This is an optimization exercise on Yosys and OpenROAD, whose aim is small area, a short achievable clock period and few clock cycles per item, not a production implementation. The RTL was checked by simulation tests, not by an equivalence proof against the original design.

Design vfix_unit, start of the top module:
module vfix_unit #(
    parameter LANES = 4
) (
    input  wire                  clk,
    input  wire                  rst,
    input  wire                  in_valid,
    output wire                  in_ready,
    input  wire [2:0]            in_func,
    input  wire                  in_type,
    input  wire [1:0]            in_rnd,
    input  wire                  in_zero,
    input  wire [LANES-1:0]      in_pred,
    input  wire [16*LANES-1:0]   in_a,
    input  wire [16*LANES-1:0]   in_b,
    input  wire [16*LANES-1:0]   in_c,
    input  wire [16*LANES-1:0]   in_d,
    output reg                   out_valid,
    output reg  [16*LANES-1:0]   out_d,
    output reg                   out_sat
);
Size in the first run: roughly 5,600 cells after synthesis, roughly 360 flip-flops, about 340 I/O pins, about 45,000 µm² of cells after synthesis.
clock: 25.0 ns
lec_check: 0
abc_area: 1
cap_margin: 0
core_margin: 2
core_utilization: 65
cts_cluster_diameter: 80
cts_cluster_size: 25
slew_margin: 0
synth_hierarchical: 1
standard.sh (not shown) runs the stock make flow with config.mk's settings and CLKGATE_MAP_FILE= SYNTH_SCRIPT=/design/flow/synth_recipe.tcl, a recipe that flattens the netlist after the stock synthesis.
==> flow/flow/run.sh <==
#!/bin/bash
# Synthesis: the standard synthesis script (synth_recipe.tcl), except that
# ABC maps the lane modules with a delay target (flow/abc_lane.script), so
# that it recovers area there instead of mapping for the least delay; the
# top module gets its own (flow/abc_top.script). Then the standard layout
# steps, with buf_2 cells as the port buffers; the layout's timing repair
# aims at a setup slack of MARGIN ns (the clock period and constraints are
# unchanged) on the worst endpoints, and may resize cells across
# footprints.
set -euo pipefail
MARGIN=19
W=$PWD
cat > $W/own_synth.tcl <<EOC
proc abc {args} {
  set i [lsearch \$args -script]
  set lane_args \$args
  lset lane_args [expr {\$i + 1}] $W/flow/abc_lane.script
  yosys abc {*}\$lane_args vfix_lane vfix_fa vfix_xor2 vfix_xnor2
  set top_args \$args
  lset top_args [expr {\$i + 1}] $W/flow/abc_top.script
  yosys abc {*}\$top_args vfix_unit
}
source $W/synth_recipe.tcl
EOC
bash standard.sh SYNTH_SCRIPT=$W/own_synth.tcl synth > synth.log 2>&1
bash standard.sh SYNTH_SCRIPT=$W/own_synth.tcl "BUFFER_PORTS_ARGS=-buffer_cell sky130_fd_sc_hd__buf_2" \
    SETUP_SLACK_MARGIN=$MARGIN TNS_END_PERCENT=5 MATCH_CELL_FOOTPRINT=0 SKIP_LAST_GASP=1 finish > layout.log 2>&1
==> flow/flow/abc_lane.script <==
strash
dch
map -B 0.9 -D 2500
topo
stime -c
buffer -c
upsize -c -D 2500
dnsize -c -D 2500
==> flow/flow/abc_top.script <==
strash
dch
map -B 0.9 -D 1500
topo
stime -c
buffer -c
upsize -c -D 1500
dnsize -c -D 1500
The first run produced a clean layout.
Testbench counts at the start, summed over its fixed seeds: cycles 16,024, items 16,000.
Rerun with:
--- a/flow/flow/run.sh
+++ b/flow/flow/run.sh
@@ -25,3 +25,3 @@
 bash standard.sh SYNTH_SCRIPT=$W/own_synth.tcl synth > synth.log 2>&1
 bash standard.sh SYNTH_SCRIPT=$W/own_synth.tcl "BUFFER_PORTS_ARGS=-buffer_cell sky130_fd_sc_hd__buf_2" \
-    SETUP_SLACK_MARGIN=$MARGIN TNS_END_PERCENT=5 MATCH_CELL_FOOTPRINT=0 SKIP_LAST_GASP=1 finish > layout.log 2>&1
+    SETUP_SLACK_MARGIN=$MARGIN TNS_END_PERCENT=15 MATCH_CELL_FOOTPRINT=0 finish > layout.log 2>&1
=> The new run completed with no timing, DRC or antenna violations; die area does not change; core utilization is higher by 0.85 points; register-to-register slack gains 0.05 ns; clock-buffer cell count is higher by 4; global-route usage is higher by 0.14 points; fmax hardly moves.

---

== red ==
vfix_unit again, from the RTL that the note above started with.
==> flow/config.mk <==
export PLATFORM = sky130hd
export DESIGN_NAME = vfix_unit
export DESIGN_NICKNAME = vfix_unit
export VERILOG_FILES = /design/flow/design.v
export SDC_FILE = /design/flow/constraint.sdc
export NUM_CORES = 8
export LEC_CHECK = 0
export ABC_AREA = 1
export CAP_MARGIN = 0
export CORE_MARGIN = 2
export CORE_UTILIZATION = 65
export CTS_CLUSTER_DIAMETER = 80
export CTS_CLUSTER_SIZE = 25
export SLEW_MARGIN = 0
export SYNTH_HIERARCHICAL = 1
==> flow/constraint.sdc <==
create_clock -name core_clock -period 25.0 [get_ports {clk}]
set_input_delay 5.0000 -clock core_clock [delete_from_list [all_inputs] [get_ports {clk}]]
set_output_delay 5.0000 -clock core_clock [all_outputs]
set_load 0.01 [all_outputs]
==> flow/flow/run.sh <==
#!/bin/bash
# Synthesis: the standard synthesis script (synth_recipe.tcl), except that
# ABC maps the lane modules with a delay target (flow/abc_lane.script), so
# that it recovers area there instead of mapping for the least delay; the
# top module gets its own (flow/abc_top.script). Then the standard layout
# steps, with buf_2 cells as the port buffers; the layout's timing repair
# aims at a setup slack of MARGIN ns (the clock period and constraints are
# unchanged) on the worst endpoints, and may resize cells across
# footprints.
set -euo pipefail
MARGIN=19
W=$PWD
cat > $W/own_synth.tcl <<EOC
proc abc {args} {
  set i [lsearch \$args -script]
  set lane_args \$args
  lset lane_args [expr {\$i + 1}] $W/flow/abc_lane.script
  yosys abc {*}\$lane_args vfix_lane vfix_fa vfix_xor2 vfix_xnor2
  set top_args \$args
  lset top_args [expr {\$i + 1}] $W/flow/abc_top.script
  yosys abc {*}\$top_args vfix_unit
}
source $W/synth_recipe.tcl
EOC
bash standard.sh SYNTH_SCRIPT=$W/own_synth.tcl synth > synth.log 2>&1
bash standard.sh SYNTH_SCRIPT=$W/own_synth.tcl "BUFFER_PORTS_ARGS=-buffer_cell sky130_fd_sc_hd__buf_2" \
    SETUP_SLACK_MARGIN=$MARGIN TNS_END_PERCENT=5 MATCH_CELL_FOOTPRINT=0 finish > layout.log 2>&1
Scripts as last shown in full above: flow/flow/abc_lane.script, flow/flow/abc_top.script
Testbench counts of red, summed over its fixed seeds: cycles 16,024, items 16,000.
> inputs changed (red -> blue)
==> flow/flow/abc_lane.script <==
strash
dch
map -B 0.9 -D 3000
topo
stime -c
buffer -c
upsize -c -D 3000
dnsize -c -D 3000
==> flow/flow/abc_top.script <==
strash
dch
map -B 0.9 -D 1000
topo
stime -c
buffer -c
upsize -c -D 1000
dnsize -c -D 1000
Notes after the runs:
- The sum of buffers and inverters on the critical path reported for blue is smaller than that of red by 4.
- Number of stages on the worst hold path: red vs blue identical
- When blue is set beside red, its post-layout instance area turns out to be 0.90% larger.
- sky130_fd_sc_hd__dfxtp_4 as the slowest stage cell on the critical path was reported by blue, and sky130_fd_sc_hd__clkbuf_4 by red.
- The synthesized-area fraction occupied by and/or/nand/nor cells was comparable across red and blue.

==> separate check: timing with driven ports <==
The results above use ideal ports. As a check the final layouts listed here were re-extracted and re-timed, cells and wires unchanged. Step 1, drivers: a clkbuf_16 drives clk and a buf_2 each remaining input, both assumed. Step 2, shift: input delay + t, output delay - t, t = (earliest + latest rising clock arrival at the registers) / 2. This alone moves slack from input paths to output paths. Slacks: no drivers / after step 1 / after step 2; pairs: no drivers / after step 1.
| run | t, ns | slack for setup (ns) | hold slack, ns | worst setup path at the end | slew at the worst register clock pin (ns) |
|---|---|---|---|---|---|
| the first run of note 1 | 0.661 | 18.886 / 18.817 / 18.193 | 0.343 / 0.343 / 0.343 | input to register | 0.10 / 0.10 |
| the second run of note 1 | 0.693 | 18.869 / 18.797 / 18.214 | 0.345 / 0.345 / 0.345 | input to register | 0.10 / 0.10 |
| red | 0.661 | 18.886 / 18.817 / 18.193 | 0.343 / 0.343 / 0.343 | input to register | 0.10 / 0.10 |
| blue | 0.701 | 18.853 / 18.780 / 18.190 | 0.291 / 0.291 / 0.291 | input to register | 0.10 / 0.10 |
After both steps every run listed still meets setup and hold.
